From an optimization exercise on the open Yosys and OpenROAD flow, aimed at a short achievable clock period and few clock cycles; shortcuts taken in it are not production practice.
Function was checked by simulation only, so behaviour that the tests miss may differ from the original.
Power is estimated from default activity; no workload was simulated.

File: run.sh
#!/bin/bash
# synth_recipe.tcl (not shown) runs the flow's synth.tcl, then flattens the netlist and writes it again
# the make line also repeats each setting of config.mk as NAME=value (left out here)
make -C /OpenROAD-flow-scripts/flow DESIGN_CONFIG=/design/flow/config.mk WORK_HOME=/design/flow/orfs CLKGATE_MAP_FILE= SYNTH_SCRIPT=/design/flow/synth_recipe.tcl finish
File: config.mk
export PLATFORM = sky130hd
export DESIGN_NAME = fuller_engine
export DESIGN_NICKNAME = fuller_engine
export VERILOG_FILES = /design/flow/design.v
export SDC_FILE = /design/flow/constraint.sdc
export NUM_CORES = 4
export LEC_CHECK = 0
export CAP_MARGIN = 20
export CORE_MARGIN = 2
export CORE_UTILIZATION = 40
export SLEW_MARGIN = 20
File: constraint.sdc
create_clock -name core_clock -period 25.0 [get_ports {clk}]
set_input_delay 5.0000 -clock core_clock [delete_from_list [all_inputs] [get_ports {clk}]]
set_output_delay 5.0000 -clock core_clock [all_outputs]
set_load 0.01 [all_outputs]
File: design.v
module fuller_engine (
    input  wire        clk,
    input  wire        rst,
    input  wire [5:0]  engine_id,
    output wire [12:0] imem_addr,
    input  wire [31:0] imem_rdata,
    output reg         dmem_en,
    output reg  [3:0]  dmem_we,
    output reg  [12:0] dmem_addr,
    output reg  [31:0] dmem_wdata,
    input  wire [31:0] dmem_rdata,
    output wire        halted,
    output wire        faulted,
    output reg  [3:0]  fault_cause,
    output reg  [31:0] fault_pc
);
    localparam [5:0] OP_ALU   = 6'h01, OP_ADDK  = 6'h02, OP_ANDK = 6'h03,
                     OP_ORK   = 6'h04, OP_XORK  = 6'h05, OP_CLTK = 6'h06,
                     OP_KHI   = 6'h07, OP_SHLK  = 6'h08, OP_SHRK = 6'h09,
                     OP_SHAK  = 6'h0A,
                     OP_LDW   = 6'h10, OP_LDH   = 6'h11, OP_LDHU = 6'h12,
                     OP_LDB   = 6'h13, OP_LDBU  = 6'h14,
                     OP_STW   = 6'h15, OP_STH   = 6'h16, OP_STB  = 6'h17,
                     OP_CALL  = 6'h2E, OP_JMP   = 6'h2F,
                     OP_RDC   = 6'h31, OP_WRC   = 6'h32,
                     OP_CRCB  = 6'h33, OP_CRCW  = 6'h34, OP_HALT = 6'h3F;
    localparam [3:0] C_NONE = 4'h0, C_ILLEGAL = 4'h1, C_FETCH = 4'h2,
                     C_ALIGN = 4'h3, C_DRANGE = 4'h4;
    reg [31:0] regs [0:31];
    reg [1:0]  crc_sel;
    reg        halt_r;
    reg        fault_r;
    reg [5:0]  eid_q;
    assign halted  = halt_r;
    assign faulted = fault_r;
    wire stopped = halt_r | fault_r;
    always @(posedge clk) eid_q <= engine_id;
    reg [31:0] fpc;              
    reg        f2_v;             
    reg [31:0] f2_pc;
    reg        f2_pred;
    reg        ir_v, ir_pred;
    reg [31:0] ir, ir_pc;
    reg        sk_v, sk_pred;
    reg [31:0] sk, sk_pc;
    assign imem_addr = fpc[14:2];
    reg [3:0]  btb_v;
    reg [12:0] btb_pc0, btb_pc1, btb_pc2, btb_pc3;
    reg [12:0] btb_tg0, btb_tg1, btb_tg2, btb_tg3;
    reg [1:0]  btb_ptr;
    wire [3:0] btb_m = {btb_v[3] && btb_pc3 == fpc[14:2],
                        btb_v[2] && btb_pc2 == fpc[14:2],
                        btb_v[1] && btb_pc1 == fpc[14:2],
                        btb_v[0] && btb_pc0 == fpc[14:2]};
    wire        btb_hit = |btb_m;
    wire [12:0] btb_tgt = ({13{btb_m[0]}} & btb_tg0) | ({13{btb_m[1]}} & btb_tg1) |
                          ({13{btb_m[2]}} & btb_tg2) | ({13{btb_m[3]}} & btb_tg3);
    wire [31:0] fpc_pred = btb_hit ? {17'd0, btb_tgt, 2'b00} : fpc + 32'd4;
    reg        e_v;              
    reg        e_fault, e_halt;
    reg [3:0]  e_cause;
    reg [31:0] e_pc;
    reg        e_wen;            
    reg        e_late;           
    reg [4:0]  e_rd;
    reg        e_mul, e_mulhi;
    reg [2:0]  e_ldk;            
    reg [1:0]  e_off;
    reg        e_wrc;
    reg [31:0] opA, opB;
    reg        fwdA, fwdB;       
    reg s_add, s_sub, s_and, s_or, s_xor, s_shl, s_shr, s_sha, s_clt, s_cltu,
        s_khi, s_passb, s_csr, s_crcb, s_crcw;
    reg        m_v;
    reg [4:0]  m_rd;
    reg        m_mul, m_mulhi;
    reg [2:0]  m_ldk;
    reg [1:0]  m_off;
    reg [31:0] pp0, pp1, pp2, pp3;
    reg        w_v;
    reg [4:0]  w_rd;
    reg [31:0] lr;
    wire [31:0] e_res;
    wire [5:0]  op    = ir[5:0];
    wire [4:0]  fd    = ir[10:6];
    wire [4:0]  fa    = ir[15:11];
    wire [4:0]  fb    = ir[23:19];
    wire [7:0]  fn    = ir[31:24];
    wire [31:0] imm_s = {{16{ir[31]}}, ir[31:16]};
    wire [31:0] imm_z = {16'h0000, ir[31:16]};
    wire        r_ok  = (ir[18:16] == 3'b000);
    wire d_alu   = (op == OP_ALU);
    wire d_alu_ok = d_alu && r_ok && (fn <= 8'h0B);
    wire d_mul   = d_alu && (fn == 8'h0A || fn == 8'h0B);
    wire d_kop   = (op >= OP_ADDK) && (op <= OP_SHAK);
    wire d_ld    = (op >= OP_LDW) && (op <= OP_LDBU);
    wire d_st    = (op >= OP_STW) && (op <= OP_STB);
    wire d_br    = (op >= 6'h28) && (op <= 6'h2D);
    wire d_call  = (op == OP_CALL);
    wire d_jmp   = (op == OP_JMP);
    wire d_jmp_ok = d_jmp && r_ok && (fn[7:1] == 7'd0);
    wire d_rdc   = (op == OP_RDC);
    wire d_wrc   = (op == OP_WRC);
    wire d_csr_ok = (ir[23:16] == 8'h05) || (ir[23:16] == 8'h07);
    wire d_crcb  = (op == OP_CRCB);
    wire d_crcw  = (op == OP_CRCW);
    wire d_r0ok  = r_ok && (fn == 8'd0);
    wire d_halt  = (op == OP_HALT);
    wire d_illegal = !( d_alu_ok || d_kop || d_ld || d_st || d_br || d_call ||
                        d_jmp_ok || ((d_rdc || d_wrc) && d_csr_ok) ||
                        ((d_crcb || d_crcw || d_halt) && d_r0ok));
    wire d_pc_bad  = (ir_pc[1:0] != 2'b00) || (ir_pc[31:15] != 17'd0);
    wire d_efault  = d_pc_bad || d_illegal;
    wire useA_E = d_alu || d_kop || d_crcb || d_crcw || d_wrc;
    wire useB_E = d_alu || d_crcb || d_crcw;
    wire useA_D = d_ld || d_st || d_br || d_jmp;
    wire useD_D = d_st || d_br;
    wire d_wen_alu = (d_alu && !d_mul) || d_kop || d_call || (d_jmp && fn[0]) ||
                     d_rdc || d_crcb || d_crcw;
    wire d_late    = d_ld || d_mul;
    wire hitE_a = e_wen && (e_rd == fa);
    wire hitE_b = e_wen && (e_rd == fb);
    wire hitE_d = e_wen && (e_rd == fd);
    wire hitW_a = w_v && (w_rd == fa);
    wire hitW_b = w_v && (w_rd == fb);
    wire hitW_d = w_v && (w_rd == fd);
    wire lateE_a = e_late && (e_rd == fa);
    wire lateE_b = e_late && (e_rd == fb);
    wire lateE_d = e_late && (e_rd == fd);
    wire lateM_a = m_v && (m_rd == fa) && !hitE_a;
    wire lateM_b = m_v && (m_rd == fb) && !hitE_b;
    wire lateM_d = m_v && (m_rd == fd) && !hitE_d;
    wire [31:0] rf_a = regs[fa];
    wire [31:0] rf_b = regs[fb];
    wire [31:0] rf_d = regs[fd];
    wire [31:0] va = hitE_a ? e_res : hitW_a ? lr : rf_a;
    wire [31:0] vb = hitE_b ? e_res : hitW_b ? lr : rf_b;
    wire [31:0] vd = hitE_d ? e_res : hitW_d ? lr : rf_d;
    wire stall = ir_v && (
                 ((useA_E || useA_D) && lateE_a) ||
                 (useB_E && lateE_b) ||
                 (useD_D && lateE_d) ||
                 (useA_D && lateM_a) ||
                 (useD_D && lateM_d));
    wire e_stop = e_v && (e_fault || e_halt);
    wire d_go   = ir_v && !stall && !stopped && !e_stop;
    wire [31:0] maddr   = va + imm_s;
    wire        m_range = (maddr[31:15] != 17'd0);
    wire        m_align = ((op == OP_LDW || op == OP_STW) && maddr[1:0] != 2'b00) ||
                          ((op == OP_LDH || op == OP_LDHU || op == OP_STH) && maddr[0]);
    wire        d_mfault = (d_ld || d_st) && (m_range || m_align);
    wire [32:0] bdiff = {1'b0, va} - {1'b0, vd};
    wire        b_eq  = (va == vd);
    wire        b_ltu = bdiff[32];
    wire        b_lt  = (va[31] ^ vd[31]) ? va[31] : b_ltu;
    reg         b_cond;
    always @* begin
        case (op[2:0])
            3'd0: b_cond = b_eq;
            3'd1: b_cond = !b_eq;
            3'd2: b_cond = b_lt;
            3'd3: b_cond = !b_lt;
            3'd4: b_cond = b_ltu;
            default: b_cond = !b_ltu;
        endcase
    end
    wire [31:0] br_tgt  = ir_pc + {imm_s[29:0], 2'b00};
    wire [31:0] pc4     = ir_pc + 32'd4;
    wire        br_take = d_br && b_cond;
    wire        d_taken = br_take || d_call || d_jmp_ok;
    wire        to_tgt  = d_taken && !(ir_pred && d_br);
    wire        to_seq  = ir_pred && !br_take;
    wire        redirect = d_go && !d_efault && (to_tgt || to_seq);
    wire [31:0] redir_pc = to_tgt ? (d_jmp ? va : br_tgt) : pc4;
    wire        btb_ins  = d_go && !d_efault && br_take && !ir_pred &&
                           (br_tgt[31:15] == 17'd0);
    wire d_adv   = ir_v && !stall;
    wire ir_free = !ir_v || d_adv;
    always @(posedge clk) begin
        if (rst) begin
            fpc     <= 32'd0;
            f2_v    <= 1'b0;
            f2_pc   <= 32'd0;
            f2_pred <= 1'b0;
            ir_v    <= 1'b0;
            sk_v    <= 1'b0;
            btb_v   <= 4'd0;
            btb_ptr <= 2'd0;
        end else begin
            fpc     <= fpc_pred;
            f2_v    <= 1'b1;
            f2_pc   <= fpc;
            f2_pred <= btb_hit;
            if (redirect) begin
                fpc  <= redir_pc;
                f2_v <= 1'b0;
                ir_v <= 1'b0;
                sk_v <= 1'b0;
            end else if (ir_free) begin
                if (sk_v) begin
                    ir      <= sk;
                    ir_pc   <= sk_pc;
                    ir_pred <= sk_pred;
                    ir_v    <= 1'b1;
                    sk      <= imem_rdata;
                    sk_pc   <= f2_pc;
                    sk_pred <= f2_pred;
                    sk_v    <= f2_v;
                end else begin
                    ir      <= imem_rdata;
                    ir_pc   <= f2_pc;
                    ir_pred <= f2_pred;
                    ir_v    <= f2_v;
                end
            end else if (!sk_v) begin
                sk      <= imem_rdata;
                sk_pc   <= f2_pc;
                sk_pred <= f2_pred;
                sk_v    <= f2_v;
            end else if (f2_v) begin
                fpc  <= f2_pc;
                f2_v <= 1'b0;
            end
            if (btb_ins) begin
                btb_v[btb_ptr] <= 1'b1;
                case (btb_ptr)
                    2'd0: begin btb_pc0 <= ir_pc[14:2]; btb_tg0 <= br_tgt[14:2]; end
                    2'd1: begin btb_pc1 <= ir_pc[14:2]; btb_tg1 <= br_tgt[14:2]; end
                    2'd2: begin btb_pc2 <= ir_pc[14:2]; btb_tg2 <= br_tgt[14:2]; end
                    default: begin btb_pc3 <= ir_pc[14:2]; btb_tg3 <= br_tgt[14:2]; end
                endcase
                btb_ptr <= btb_ptr + 2'd1;
            end
        end
    end
    wire [3:0] st_be = (op == OP_STW) ? 4'b1111 :
                       (op == OP_STH) ? (maddr[1] ? 4'b1100 : 4'b0011) :
                       (4'b0001 << maddr[1:0]);
    always @(posedge clk) begin
        if (rst) begin
            dmem_en <= 1'b0;
            dmem_we <= 4'b0000;
        end else begin
            dmem_en <= d_go && !d_pc_bad && (d_ld || d_st);
            dmem_we <= (d_go && !d_pc_bad && d_st && !m_range && !m_align) ? st_be : 4'b0000;
        end
        dmem_addr  <= maddr[14:2];
        dmem_wdata <= (op == OP_STW) ? vd :
                      (op == OP_STH) ? {vd[15:0], vd[15:0]} :
                      {vd[7:0], vd[7:0], vd[7:0], vd[7:0]};
    end
    wire d_fault = d_efault || d_mfault;
    reg [3:0] d_cause;
    always @* begin
        if (d_pc_bad)       d_cause = C_FETCH;
        else if (d_illegal) d_cause = C_ILLEGAL;
        else if (m_range)   d_cause = C_DRANGE;
        else                d_cause = C_ALIGN;
    end
    always @(posedge clk) begin
        if (rst) begin
            e_v    <= 1'b0;
            e_wen  <= 1'b0;
            e_late <= 1'b0;
            e_fault <= 1'b0;
            e_halt <= 1'b0;
            e_wrc  <= 1'b0;
        end else begin
            e_v     <= d_go;
            e_fault <= d_go && d_fault;
            e_halt  <= d_go && !d_fault && d_halt;
            e_wen   <= d_go && !d_fault && d_wen_alu;
            e_late  <= d_go && !d_fault && d_late;
            e_wrc   <= d_go && !d_fault && d_wrc && (ir[23:16] == 8'h05);
        end
        e_cause <= d_cause;
        e_pc    <= ir_pc;
        e_rd    <= fd;
        e_mul   <= d_mul;
        e_mulhi <= fn[0];
        e_ldk   <= op[2:0];
        e_off   <= maddr[1:0];
        opA     <= va;
        fwdA    <= lateM_a;
        fwdB    <= d_alu && lateM_b || (d_crcb || d_crcw) && lateM_b;
        if (d_alu || d_crcb || d_crcw)
            opB <= vb;
        else if (op == OP_ADDK || op == OP_CLTK)
            opB <= imm_s;
        else if (op == OP_KHI)
            opB <= {ir[31:16], 16'h0000};
        else if (d_kop)
            opB <= imm_z;
        else if (d_rdc)
            opB <= {26'd0, eid_q};
        else
            opB <= pc4;
        s_add  <= (d_alu && fn == 8'h00) || op == OP_ADDK;
        s_sub  <= d_alu && fn == 8'h01;
        s_and  <= (d_alu && fn == 8'h02) || op == OP_ANDK;
        s_or   <= (d_alu && fn == 8'h03) || op == OP_ORK;
        s_xor  <= (d_alu && fn == 8'h04) || op == OP_XORK;
        s_shl  <= (d_alu && fn == 8'h05) || op == OP_SHLK;
        s_shr  <= (d_alu && fn == 8'h06) || op == OP_SHRK;
        s_sha  <= (d_alu && fn == 8'h07) || op == OP_SHAK;
        s_clt  <= (d_alu && fn == 8'h08) || op == OP_CLTK;
        s_cltu <= d_alu && fn == 8'h09;
        s_khi  <= op == OP_KHI;
        s_passb <= d_call || d_jmp || (d_rdc && ir[23:16] == 8'h07);
        s_csr  <= d_rdc && ir[23:16] == 8'h05;
        s_crcb <= d_crcb;
        s_crcw <= d_crcw;
    end
    wire [31:0] A = fwdA ? lr : opA;
    wire [31:0] B = fwdB ? lr : opB;
    wire [31:0] sum   = A + (s_sub ? ~B : B) + {31'd0, s_sub};
    wire [32:0] cdiff = {1'b0, A} - {1'b0, B};
    wire        c_ltu = cdiff[32];
    wire        c_lt  = (A[31] ^ B[31]) ? A[31] : c_ltu;
    wire [4:0]  sh    = B[4:0];
    wire [31:0] shl_r = A << sh;
    wire [31:0] shr_r = A >> sh;
    wire [31:0] sha_r = $signed(A) >>> sh;
    wire [63:0] crc_in = {B, A};
    wire [31:0] crcb0, crcb1, crcb2, crcb3, crcw0, crcw1, crcw2, crcw3;
    assign crcb0[0] = ^(crc_in & 64'h0000001100000111);
    assign crcb0[1] = ^(crc_in & 64'h0000002200000222);
    assign crcb0[2] = ^(crc_in & 64'h0000004400000444);
    assign crcb0[3] = ^(crc_in & 64'h0000008900000889);
    assign crcb0[4] = ^(crc_in & 64'h0000000200001002);
    assign crcb0[5] = ^(crc_in & 64'h0000000400002004);
    assign crcb0[6] = ^(crc_in & 64'h0000000800004008);
    assign crcb0[7] = ^(crc_in & 64'h0000001100008011);
    assign crcb0[8] = ^(crc_in & 64'h0000002300000023);
    assign crcb0[9] = ^(crc_in & 64'h0000004600000046);
    assign crcb0[10] = ^(crc_in & 64'h0000008c0000008c);
    assign crcb0[11] = ^(crc_in & 64'h0000000800000008);
    assign crcb0[12] = ^(crc_in & 64'h0000001100000011);
    assign crcb0[13] = ^(crc_in & 64'h0000002200000022);
    assign crcb0[14] = ^(crc_in & 64'h0000004400000044);
    assign crcb0[15] = ^(crc_in & 64'h0000008800000088);
    assign crcb0[16] = 1'b0;
    assign crcb0[17] = 1'b0;
    assign crcb0[18] = 1'b0;
    assign crcb0[19] = 1'b0;
    assign crcb0[20] = 1'b0;
    assign crcb0[21] = 1'b0;
    assign crcb0[22] = 1'b0;
    assign crcb0[23] = 1'b0;
    assign crcb0[24] = 1'b0;
    assign crcb0[25] = 1'b0;
    assign crcb0[26] = 1'b0;
    assign crcb0[27] = 1'b0;
    assign crcb0[28] = 1'b0;
    assign crcb0[29] = 1'b0;
    assign crcb0[30] = 1'b0;
    assign crcb0[31] = 1'b0;
    assign crcb1[0] = ^(crc_in & 64'h0000000400000104);
    assign crcb1[1] = ^(crc_in & 64'h0000000900000209);
    assign crcb1[2] = ^(crc_in & 64'h0000001300000413);
    assign crcb1[3] = ^(crc_in & 64'h0000002600000826);
    assign crcb1[4] = ^(crc_in & 64'h0000004d0000104d);
    assign crcb1[5] = ^(crc_in & 64'h0000009a0000209a);
    assign crcb1[6] = ^(crc_in & 64'h0000003000004030);
    assign crcb1[7] = ^(crc_in & 64'h0000006100008061);
    assign crcb1[8] = ^(crc_in & 64'h000000c2000100c2);
    assign crcb1[9] = ^(crc_in & 64'h0000008000020080);
    assign crcb1[10] = ^(crc_in & 64'h0000000400040004);
    assign crcb1[11] = ^(crc_in & 64'h0000000800080008);
    assign crcb1[12] = ^(crc_in & 64'h0000001100100011);
    assign crcb1[13] = ^(crc_in & 64'h0000002300200023);
    assign crcb1[14] = ^(crc_in & 64'h0000004600400046);
    assign crcb1[15] = ^(crc_in & 64'h0000008c0080008c);
    assign crcb1[16] = ^(crc_in & 64'h0000001d0100001d);
    assign crcb1[17] = ^(crc_in & 64'h0000003b0200003b);
    assign crcb1[18] = ^(crc_in & 64'h0000007704000077);
    assign crcb1[19] = ^(crc_in & 64'h000000ee080000ee);
    assign crcb1[20] = ^(crc_in & 64'h000000d8100000d8);
    assign crcb1[21] = ^(crc_in & 64'h000000b4200000b4);
    assign crcb1[22] = ^(crc_in & 64'h0000006c4000006c);
    assign crcb1[23] = ^(crc_in & 64'h000000d8800000d8);
    assign crcb1[24] = ^(crc_in & 64'h000000b5000000b5);
    assign crcb1[25] = ^(crc_in & 64'h0000006f0000006f);
    assign crcb1[26] = ^(crc_in & 64'h000000df000000df);
    assign crcb1[27] = ^(crc_in & 64'h000000ba000000ba);
    assign crcb1[28] = ^(crc_in & 64'h0000007100000071);
    assign crcb1[29] = ^(crc_in & 64'h000000e3000000e3);
    assign crcb1[30] = ^(crc_in & 64'h000000c3000000c3);
    assign crcb1[31] = ^(crc_in & 64'h0000008200000082);
    assign crcb2[0] = ^(crc_in & 64'h0000001f0000011f);
    assign crcb2[1] = ^(crc_in & 64'h0000003f0000023f);
    assign crcb2[2] = ^(crc_in & 64'h0000007e0000047e);
    assign crcb2[3] = ^(crc_in & 64'h000000fc000008fc);
    assign crcb2[4] = ^(crc_in & 64'h000000e6000010e6);
    assign crcb2[5] = ^(crc_in & 64'h000000d2000020d2);
    assign crcb2[6] = ^(crc_in & 64'h000000ba000040ba);
    assign crcb2[7] = ^(crc_in & 64'h0000006a0000806a);
    assign crcb2[8] = ^(crc_in & 64'h000000d5000100d5);
    assign crcb2[9] = ^(crc_in & 64'h000000b5000200b5);
    assign crcb2[10] = ^(crc_in & 64'h0000007400040074);
    assign crcb2[11] = ^(crc_in & 64'h000000e8000800e8);
    assign crcb2[12] = ^(crc_in & 64'h000000ce001000ce);
    assign crcb2[13] = ^(crc_in & 64'h0000008200200082);
    assign crcb2[14] = ^(crc_in & 64'h0000001a0040001a);
    assign crcb2[15] = ^(crc_in & 64'h0000003500800035);
    assign crcb2[16] = ^(crc_in & 64'h0000006b0100006b);
    assign crcb2[17] = ^(crc_in & 64'h000000d7020000d7);
    assign crcb2[18] = ^(crc_in & 64'h000000b0040000b0);
    assign crcb2[19] = ^(crc_in & 64'h0000007f0800007f);
    assign crcb2[20] = ^(crc_in & 64'h000000fe100000fe);
    assign crcb2[21] = ^(crc_in & 64'h000000e3200000e3);
    assign crcb2[22] = ^(crc_in & 64'h000000d9400000d9);
    assign crcb2[23] = ^(crc_in & 64'h000000ac800000ac);
    assign crcb2[24] = ^(crc_in & 64'h0000004600000046);
    assign crcb2[25] = ^(crc_in & 64'h0000008d0000008d);
    assign crcb2[26] = ^(crc_in & 64'h0000000400000004);
    assign crcb2[27] = ^(crc_in & 64'h0000000800000008);
    assign crcb2[28] = ^(crc_in & 64'h0000001100000011);
    assign crcb2[29] = ^(crc_in & 64'h0000002300000023);
    assign crcb2[30] = ^(crc_in & 64'h0000004700000047);
    assign crcb2[31] = ^(crc_in & 64'h0000008f0000008f);
    assign crcb3[0] = ^(crc_in & 64'h000000c1000000c1);
    assign crcb3[1] = ^(crc_in & 64'h0000004300000043);
    assign crcb3[2] = ^(crc_in & 64'h0000004700000047);
    assign crcb3[3] = ^(crc_in & 64'h0000008e0000008e);
    assign crcb3[4] = ^(crc_in & 64'h0000001c0000001c);
    assign crcb3[5] = ^(crc_in & 64'h0000003800000038);
    assign crcb3[6] = ^(crc_in & 64'h0000007000000070);
    assign crcb3[7] = ^(crc_in & 64'h000000e0000000e0);
    assign crcb3[8] = 1'b0;
    assign crcb3[9] = 1'b0;
    assign crcb3[10] = 1'b0;
    assign crcb3[11] = 1'b0;
    assign crcb3[12] = 1'b0;
    assign crcb3[13] = 1'b0;
    assign crcb3[14] = 1'b0;
    assign crcb3[15] = 1'b0;
    assign crcb3[16] = 1'b0;
    assign crcb3[17] = 1'b0;
    assign crcb3[18] = 1'b0;
    assign crcb3[19] = 1'b0;
    assign crcb3[20] = 1'b0;
    assign crcb3[21] = 1'b0;
    assign crcb3[22] = 1'b0;
    assign crcb3[23] = 1'b0;
    assign crcb3[24] = 1'b0;
    assign crcb3[25] = 1'b0;
    assign crcb3[26] = 1'b0;
    assign crcb3[27] = 1'b0;
    assign crcb3[28] = 1'b0;
    assign crcb3[29] = 1'b0;
    assign crcb3[30] = 1'b0;
    assign crcb3[31] = 1'b0;
    assign crcw0[0] = ^(crc_in & 64'h1130347100003471);
    assign crcw0[1] = ^(crc_in & 64'h226068e3000068e3);
    assign crcw0[2] = ^(crc_in & 64'h44c0d1c60000d1c6);
    assign crcw0[3] = ^(crc_in & 64'h8981a38d0000a38d);
    assign crcw0[4] = ^(crc_in & 64'h0233736b0000736b);
    assign crcw0[5] = ^(crc_in & 64'h0466e6d70000e6d7);
    assign crcw0[6] = ^(crc_in & 64'h08cdcdae0000cdae);
    assign crcw0[7] = ^(crc_in & 64'h119b9b5d00009b5d);
    assign crcw0[8] = ^(crc_in & 64'h233736ba000036ba);
    assign crcw0[9] = ^(crc_in & 64'h466e6d7400006d74);
    assign crcw0[10] = ^(crc_in & 64'h8cdcdae90000dae9);
    assign crcw0[11] = ^(crc_in & 64'h088981a3000081a3);
    assign crcw0[12] = ^(crc_in & 64'h1113034700000347);
    assign crcw0[13] = ^(crc_in & 64'h2226068e0000068e);
    assign crcw0[14] = ^(crc_in & 64'h444c0d1c00000d1c);
    assign crcw0[15] = ^(crc_in & 64'h88981a3800001a38);
    assign crcw0[16] = 1'b0;
    assign crcw0[17] = 1'b0;
    assign crcw0[18] = 1'b0;
    assign crcw0[19] = 1'b0;
    assign crcw0[20] = 1'b0;
    assign crcw0[21] = 1'b0;
    assign crcw0[22] = 1'b0;
    assign crcw0[23] = 1'b0;
    assign crcw0[24] = 1'b0;
    assign crcw0[25] = 1'b0;
    assign crcw0[26] = 1'b0;
    assign crcw0[27] = 1'b0;
    assign crcw0[28] = 1'b0;
    assign crcw0[29] = 1'b0;
    assign crcw0[30] = 1'b0;
    assign crcw0[31] = 1'b0;
    assign crcw1[0] = ^(crc_in & 64'h04d101df04d101df);
    assign crcw1[1] = ^(crc_in & 64'h09a203be09a203be);
    assign crcw1[2] = ^(crc_in & 64'h1344077d1344077d);
    assign crcw1[3] = ^(crc_in & 64'h26880efa26880efa);
    assign crcw1[4] = ^(crc_in & 64'h4d101df44d101df4);
    assign crcw1[5] = ^(crc_in & 64'h9a203be99a203be9);
    assign crcw1[6] = ^(crc_in & 64'h3091760d3091760d);
    assign crcw1[7] = ^(crc_in & 64'h6122ec1a6122ec1a);
    assign crcw1[8] = ^(crc_in & 64'hc245d835c245d835);
    assign crcw1[9] = ^(crc_in & 64'h805ab1b5805ab1b5);
    assign crcw1[10] = ^(crc_in & 64'h046462b5046462b5);
    assign crcw1[11] = ^(crc_in & 64'h08c8c56a08c8c56a);
    assign crcw1[12] = ^(crc_in & 64'h11918ad411918ad4);
    assign crcw1[13] = ^(crc_in & 64'h232315a9232315a9);
    assign crcw1[14] = ^(crc_in & 64'h46462b5346462b53);
    assign crcw1[15] = ^(crc_in & 64'h8c8c56a68c8c56a6);
    assign crcw1[16] = ^(crc_in & 64'h1dc9ac921dc9ac92);
    assign crcw1[17] = ^(crc_in & 64'h3b9359243b935924);
    assign crcw1[18] = ^(crc_in & 64'h7726b2497726b249);
    assign crcw1[19] = ^(crc_in & 64'hee4d6493ee4d6493);
    assign crcw1[20] = ^(crc_in & 64'hd84bc8f9d84bc8f9);
    assign crcw1[21] = ^(crc_in & 64'hb446902db446902d);
    assign crcw1[22] = ^(crc_in & 64'h6c5c21846c5c2184);
    assign crcw1[23] = ^(crc_in & 64'hd8b84309d8b84309);
    assign crcw1[24] = ^(crc_in & 64'hb5a187ccb5a187cc);
    assign crcw1[25] = ^(crc_in & 64'h6f920e466f920e46);
    assign crcw1[26] = ^(crc_in & 64'hdf241c8cdf241c8c);
    assign crcw1[27] = ^(crc_in & 64'hba9938c7ba9938c7);
    assign crcw1[28] = ^(crc_in & 64'h71e3705171e37051);
    assign crcw1[29] = ^(crc_in & 64'he3c6e0a3e3c6e0a3);
    assign crcw1[30] = ^(crc_in & 64'hc35cc098c35cc098);
    assign crcw1[31] = ^(crc_in & 64'h826880ef826880ef);
    assign crcw2[0] = ^(crc_in & 64'h1f91caf61f91caf6);
    assign crcw2[1] = ^(crc_in & 64'h3f2395ec3f2395ec);
    assign crcw2[2] = ^(crc_in & 64'h7e472bd87e472bd8);
    assign crcw2[3] = ^(crc_in & 64'hfc8e57b1fc8e57b1);
    assign crcw2[4] = ^(crc_in & 64'he68d6595e68d6595);
    assign crcw2[5] = ^(crc_in & 64'hd28b01ddd28b01dd);
    assign crcw2[6] = ^(crc_in & 64'hba87c94cba87c94c);
    assign crcw2[7] = ^(crc_in & 64'h6a9e586f6a9e586f);
    assign crcw2[8] = ^(crc_in & 64'hd53cb0ded53cb0de);
    assign crcw2[9] = ^(crc_in & 64'hb5e8ab4bb5e8ab4b);
    assign crcw2[10] = ^(crc_in & 64'h74409c6074409c60);
    assign crcw2[11] = ^(crc_in & 64'he88138c1e88138c1);
    assign crcw2[12] = ^(crc_in & 64'hce93bb74ce93bb74);
    assign crcw2[13] = ^(crc_in & 64'h82b6bc1f82b6bc1f);
    assign crcw2[14] = ^(crc_in & 64'h1afcb2c81afcb2c8);
    assign crcw2[15] = ^(crc_in & 64'h35f9659135f96591);
    assign crcw2[16] = ^(crc_in & 64'h6bf2cb236bf2cb23);
    assign crcw2[17] = ^(crc_in & 64'hd7e59646d7e59646);
    assign crcw2[18] = ^(crc_in & 64'hb05ae67bb05ae67b);
    assign crcw2[19] = ^(crc_in & 64'h7f2406007f240600);
    assign crcw2[20] = ^(crc_in & 64'hfe480c00fe480c00);
    assign crcw2[21] = ^(crc_in & 64'he301d2f6e301d2f6);
    assign crcw2[22] = ^(crc_in & 64'hd9926f1bd9926f1b);
    assign crcw2[23] = ^(crc_in & 64'hacb514c0acb514c0);
    assign crcw2[24] = ^(crc_in & 64'h46fbe37746fbe377);
    assign crcw2[25] = ^(crc_in & 64'h8df7c6ee8df7c6ee);
    assign crcw2[26] = ^(crc_in & 64'h047e472b047e472b);
    assign crcw2[27] = ^(crc_in & 64'h08fc8e5708fc8e57);
    assign crcw2[28] = ^(crc_in & 64'h11f91caf11f91caf);
    assign crcw2[29] = ^(crc_in & 64'h23f2395e23f2395e);
    assign crcw2[30] = ^(crc_in & 64'h47e472bd47e472bd);
    assign crcw2[31] = ^(crc_in & 64'h8fc8e57b8fc8e57b);
    assign crcw3[0] = ^(crc_in & 64'hc151add0000000d0);
    assign crcw3[1] = ^(crc_in & 64'h43f2f77100000071);
    assign crcw3[2] = ^(crc_in & 64'h47b5423300000033);
    assign crcw3[3] = ^(crc_in & 64'h8e6a856600000066);
    assign crcw3[4] = ^(crc_in & 64'h1cd50acd000000cd);
    assign crcw3[5] = ^(crc_in & 64'h38aa159a0000009a);
    assign crcw3[6] = ^(crc_in & 64'h70542b3400000034);
    assign crcw3[7] = ^(crc_in & 64'he0a8566800000068);
    assign crcw3[8] = 1'b0;
    assign crcw3[9] = 1'b0;
    assign crcw3[10] = 1'b0;
    assign crcw3[11] = 1'b0;
    assign crcw3[12] = 1'b0;
    assign crcw3[13] = 1'b0;
    assign crcw3[14] = 1'b0;
    assign crcw3[15] = 1'b0;
    assign crcw3[16] = 1'b0;
    assign crcw3[17] = 1'b0;
    assign crcw3[18] = 1'b0;
    assign crcw3[19] = 1'b0;
    assign crcw3[20] = 1'b0;
    assign crcw3[21] = 1'b0;
    assign crcw3[22] = 1'b0;
    assign crcw3[23] = 1'b0;
    assign crcw3[24] = 1'b0;
    assign crcw3[25] = 1'b0;
    assign crcw3[26] = 1'b0;
    assign crcw3[27] = 1'b0;
    assign crcw3[28] = 1'b0;
    assign crcw3[29] = 1'b0;
    assign crcw3[30] = 1'b0;
    assign crcw3[31] = 1'b0;
    wire [31:0] crcb_r = (crc_sel == 2'd0) ? crcb0 : (crc_sel == 2'd1) ? crcb1 :
                         (crc_sel == 2'd2) ? crcb2 : crcb3;
    wire [31:0] crcw_r = (crc_sel == 2'd0) ? crcw0 : (crc_sel == 2'd1) ? crcw1 :
                         (crc_sel == 2'd2) ? crcw2 : crcw3;
    assign e_res = ({32{s_add | s_sub}} & sum) |
                   ({32{s_and}} & (A & B)) |
                   ({32{s_or}}  & (A | B)) |
                   ({32{s_xor}} & (A ^ B)) |
                   ({32{s_shl}} & shl_r) |
                   ({32{s_shr}} & shr_r) |
                   ({32{s_sha}} & sha_r) |
                   {31'd0, (s_clt & c_lt) | (s_cltu & c_ltu)} |
                   ({32{s_khi}} & {B[31:16], A[15:0]}) |
                   ({32{s_passb}} & B) |
                   {30'd0, {2{s_csr}} & crc_sel} |
                   ({32{s_crcb}} & crcb_r) |
                   ({32{s_crcw}} & crcw_r);
    always @(posedge clk) begin
        if (rst) begin
            crc_sel     <= 2'd0;
            halt_r      <= 1'b0;
            fault_r     <= 1'b0;
            fault_cause <= C_NONE;
            fault_pc    <= 32'd0;
        end else if (e_v && !stopped) begin
            if (e_fault) begin
                fault_r     <= 1'b1;
                fault_cause <= e_cause;
                fault_pc    <= e_pc;
            end else if (e_halt) begin
                halt_r <= 1'b1;
            end
            if (e_wrc) crc_sel <= A[1:0];
        end
    end
    always @(posedge clk) begin
        if (e_mul) begin
            pp0 <= A[15:0]  * B[15:0];
            pp1 <= A[15:0]  * B[31:16];
            pp2 <= A[31:16] * B[15:0];
            pp3 <= A[31:16] * B[31:16];
        end
    end
    always @(posedge clk) begin
        if (rst) m_v <= 1'b0;
        else     m_v <= e_v && e_late && !stopped;
        m_rd    <= e_rd;
        m_mul   <= e_mul;
        m_mulhi <= e_mulhi;
        m_ldk   <= e_ldk;
        m_off   <= e_off;
    end
    wire [63:0] prod = {pp3, pp0} + {16'd0, pp1, 16'd0} + {16'd0, pp2, 16'd0};
    reg  [31:0] ld_val;
    always @* begin
        case (m_ldk)
            3'd1: ld_val = m_off[1] ? {{16{dmem_rdata[31]}}, dmem_rdata[31:16]}
                                    : {{16{dmem_rdata[15]}}, dmem_rdata[15:0]};
            3'd2: ld_val = m_off[1] ? {16'd0, dmem_rdata[31:16]}
                                    : {16'd0, dmem_rdata[15:0]};
            3'd3, 3'd4: begin
                case (m_off)
                    2'd0: ld_val = {24'd0, dmem_rdata[7:0]};
                    2'd1: ld_val = {24'd0, dmem_rdata[15:8]};
                    2'd2: ld_val = {24'd0, dmem_rdata[23:16]};
                    default: ld_val = {24'd0, dmem_rdata[31:24]};
                endcase
                if (m_ldk == 3'd3)
                    ld_val[31:8] = {24{ld_val[7]}};
            end
            default: ld_val = dmem_rdata;
        endcase
    end
    always @(posedge clk) begin
        if (rst) w_v <= 1'b0;
        else     w_v <= m_v && !(e_wen && !stopped && e_rd == m_rd);
        w_rd <= m_rd;
        lr   <= m_mul ? (m_mulhi ? prod[63:32] : prod[31:0]) : ld_val;
    end
    always @(posedge clk) begin
        if (w_v)
            regs[w_rd] <= lr;
        if (e_v && e_wen && !stopped)
            regs[e_rd] <= e_res;
    end
endmodule
==> parameters.txt <==
Parameter                              Value

Synth
  Dominant combinational cell family by area after synthesis ... multiplexers
  Cell accounting for the most synthesized area ... sky130_fd_sc_hd__edfxtp_1
  XOR/XNOR Fraction of Synth Area ... between 7 and 8%
  Synthesized cell area ... 0.156 mm^2
  Proportion of synthesized chip area in sequential cells ... 31.4%
  Post-synth ARST share ... 0%
  Synth Area in Simple Gates ... under 10%
  Post-synthesis adder-cell area fraction ... between 10% and 20%
  Number of library cell types mapped by synthesis ... 113
  Fraction of post-synthesis cell area in the top cell type by area ... 26.7%
  FF+latch count, synth ... 1755
  Primary flip-flop cell chosen by synthesis mapping ... sky130_fd_sc_hd__edfxtp_1
  Multiplexer share of the synthesized area ... slightly below 20%
  Synthesis warning total ... 1
  Synth Instances ... roughly 15000
  Count of flip-flops with a built-in enable after synthesis ... around 1400
  Cell types occupying the most area after synthesis ... sky130_fd_sc_hd__edfxtp_1 (27%), sky130_fd_sc_hd__mux4_2 (14%), sky130_fd_sc_hd__fa_1 (10%)
  Avg Synthesized Cell Area ... approximately 11 um^2
  Net count after synthesis ... 16200
  Complex-gate fraction of the synthesized area ... 10.3%

Min path
  Classification of the worst-slack hold path ... reg2reg
  Start point of the worst min-delay path ... e_mulhi$_DFF_P_
  Min-Delay Path Depth ... 0
  Worst hold endpoint ... m_mulhi$_DFF_P_

Setup path
  Path depth of the worst reg2reg path ... 34
  Sort of element at the end of the critical path ... flip-flop
  Critical Path RT ... ~25 ns
  Start of the worst register-to-register path ... fwdA$_DFF_P_
  Largest stage delay on the critical path ... between 0.8 and 0.9 ns
  Startpoint-to-endpoint class of the critical path ... reg2reg
  Slowest CP cell ... sky130_fd_sc_hd__a2111oi_0
  Setup crit start kind ... flip-flop
  Crit path DAT ... 13.13 ns
  CP dominant cell by count ... sky130_fd_sc_hd__buf_4
  Reg-to-Reg End ... ir_pc[19]$_DFFE_PP_
  Register-to-Register Setup Slack ... 12.35 ns
  Top fanout value on the critical path ... 61

Clocking
  Buffer cell driving the clock tree root ... sky130_fd_sc_hd__clkbuf_16
  Setup Fix Bufs, Post-CTS ... 0
  Latest clock arrival within the worst-skew pair ... 0.96 ns
  Post-cts repair resize count ... 0
  Number of buffers inserted for hold repair after clock tree synthesis ... 0
  Clock tree from TritonCTS ... yes
  Sinks on Clock Net ... 1755
  Number of CTS-inserted buffers ... between 150 and 200
  Max Root-Sink Buffers ... 4
  H-tree depth ... 4
  Clock transition at path regs ... 0.06 ns

Timing
  Slew HR ... 13.6%
  Final hold violation count ... 0
  Max Transition Viols Final ... 0
  Highest Clock Rate ... 0.0790 GHz
  Post-route clock skew ... 0.106 ns
  Period minus WS final ... 12.65 ns
  Slew at the pin with the worst max-slew slack ... 1.26 ns
  Setup repair after global routing missed its margin ... no
  # setup viols final ... 0
  Share of the cycle needed by the critical path after routing ... 50.6%
  Hold slack ... between 0.3 and 0.4 ns
  Final worst-path setup slack ... 12.35 ns
  Summed negative setup slack over all endpoints ... 0 ns

Routing
  DRC viols ... 0
  Via count of the routed design ... 125000
  Routed via count divided by cell count ... approximately 6.4
  Average wire per cell in the routed design ... 34.8 um
  DRC violation total after the first TritonRoute iteration ... roughly 19000
  Router iterations before antenna repair ... 7
  Routed Wire Length ... 683 mm
  Detail Route Antenna Nets ... 0

Layout
  Flip-flop count of the largest register, all copies and words added ... 1024
  Number of nets in the finished design ... 15800
  Non-Filler Cell Area, Final ... 0.171 mm^2
  Ratio of cells with drive above 1 in the final layout ... 17.2%
  Register name with the most flops ... regs
  P&R area growth vs syn ... 9.52%
  Number of standard cells in the layout, taps in and fillers out ... 19600

Power and ir drop
  Peak supply drop ... 1.03 mV
  Areal power density over the cells ... 164 mW/mm^2
  Static power due to leakage ... 0.0651 uW

Global route
  Maximum number of pins on one net before global-route repair ... 110
  Total routing resource utilization after global routing ... 33.6%
  Total congestion overflow after global routing ... 0
  Number of global-route vias before repair ... 119000
  Initial antenna violation count ... between 60 and 70
  Global-route wire length before repair ... 940 mm

Placement
  Number of buffer cells added on primary ports ... 171
  Pre-CTS worst setup slack ... 12.76 ns
  Estimated wirelength of the detail-placed design ... around 470 mm
  Post-DP Area ... approximately 0.16 mm^2
  Inst Count DP ... 19200
  RD Place Congestion ... 1.03

Die
  FP Rows ... 229
  Vertical die dimension ... 628 um
  Die span in x ... 628 um
  Area of the core region ... 0.389 mm^2
  Die Area ... 0.395 mm^2
  Boundary pin count ... 173
  Initial Util ... 40.1%

Run status
  Run status ... no timing/DRC/antenna violations

Run
  Number of violations of the max-capacitance limit ... 0
-- worst max path at each step --
stage,start,to,depth (start not counted)
floorplan,fwdB$_DFF_P_,sk[0]$_DFFE_PP_,35
global placement,fwdA$_DFF_P_,ir_pc[3]$_DFFE_PP_,35
detailed placement,fwdA$_DFF_P_,btb_pc0[10]$_DFFE_PP_,32
CTS,fwdA$_DFF_P_,ir_pc[19]$_DFFE_PP_,34
global route,fwdA$_DFF_P_,ir_pc[19]$_DFFE_PP_,34
finish,fwdA$_DFF_P_,ir_pc[19]$_DFFE_PP_,34
-- layer usage --
layer	GRT usage, %	wire, um
met1	41.9	243000
met2	50.4	295000
met3	8.45	80800
met4	25.3	64300
met5	0	186
-- stage by stage --
step	power, uW	utilization [%]
after floorplan	16300	-
after global placement	24700	42.3
after detailed placement	24800	42.3
after CTS	27800	43.9
after global routing	29400	43.9
final	28000	43.9
-- cells in the final DEF (no fill, tap or decap), drive strengths merged, types with 473 or more instances in the layout --
cell type / synthesis / routed
nand2: 1669 / 1669
edfxtp: 1386 / 1386
nor2: 1146 / 1146
inv: 1086 / 1088
mux4: 989 / 989
a21oi: 876 / 876
o21ai: 840 / 840
fa: 812 / 812
xnor2: 771 / 771
ha: 674 / 674
buf: 283 / 473
-- critical path, delay by kind of cell, from the launching register on --
family                   cells  cell delay, ns
flip-flops                   1            0.33
multiplexers                 2            0.64
adder cells (fa/ha/maj)      2            0.95
buffers and inverters       10            4.30
AO/OA/AOI/OAI               14            4.01
AND/OR/NAND/NOR              6            1.76
-- power breakdown --
group / internal [uW] / switching, uW / leakage (uW)
Sequential: 3890 / 178 / 0.0157
Clock: 1630 / 1300 / 0.00301
Combinational: 7610 / 13400 / 0.0464
-- Yosys cell counts, drive strengths merged, types with 40 or more instances --
master	number
mux2	370
mux2i	350
nor2b	84
edfxtp	1386
mux4	989
a22oi	50
fa	812
ha	674
o22ai	57
a21oi	876
nor4	42
inv	1086
buf	283
nand2	1669
nor2	1146
a21o	97
clkbuf	972
nand3	129
nand2b	88
xnor2	771
nand4	69
dfxtp	369
o211ai	89
nor3	107
a211oi	109
and3	58
and2	40
o21a	41
o21bai	50
o21ai	840
xor2	256
a221oi	50
xnor3	106
a22o	41
a31oi	60
-- cells by family (layout without fill, tap and decap cells) --
family,after synthesis,after routing
fa+ha+maj,1486,1486
buf+inv,2355,2097
compound gates,2623,2623
other cells,1,87
mux,1709,1709
simple gates,3553,3553
flops,1755,1755
xor+xnor,1138,1138
-- area by class of cell --
| class | count | area (um^2) |
|---|---|---|
| Fill cell | 36500 | 218000 |
| Multi-Input combinational cell | 10500 | 99100 |
| Antenna cell | 86 | 215 |
| Timing Repair Buffer | 643 | 5330 |
| Tap cell | 5197 | 6500 |
| Clock inverter | 107 | 1060 |
| Sequential cell | 1755 | 49100 |
| Clock buffer | 247 | 5160 |
| Inverter | 1100 | 4130 |
Testbench counts, summed over its fixed seeds: cycles 215,158.

static timing again, ports no longer ideal:
No port has a modelled driver above. Below, the same layout with a new extraction and two added sets of constraints.
Step 1 sets driving cells, clkbuf_16 on the clock port and buf_2 on the other inputs (assumed; they add their load-dependent delay and slew).
Step 2 also shifts input and output timing later by t, the mid clock arrival at the registers, as if the neighbouring blocks saw the same clock.
a / b / c = ideal / step 1 / step 2; a / b = the first two.
shift t [ns]: 1.019
slack for setup (ns): 12.349 / 12.349 / 12.349
hold slack, ns: 0.327 / 0.327 / 0.327
After both steps this run still meets setup and hold. The setup slack of this run moves by 0.000 ns with the drivers and by 0.000 ns with both steps.
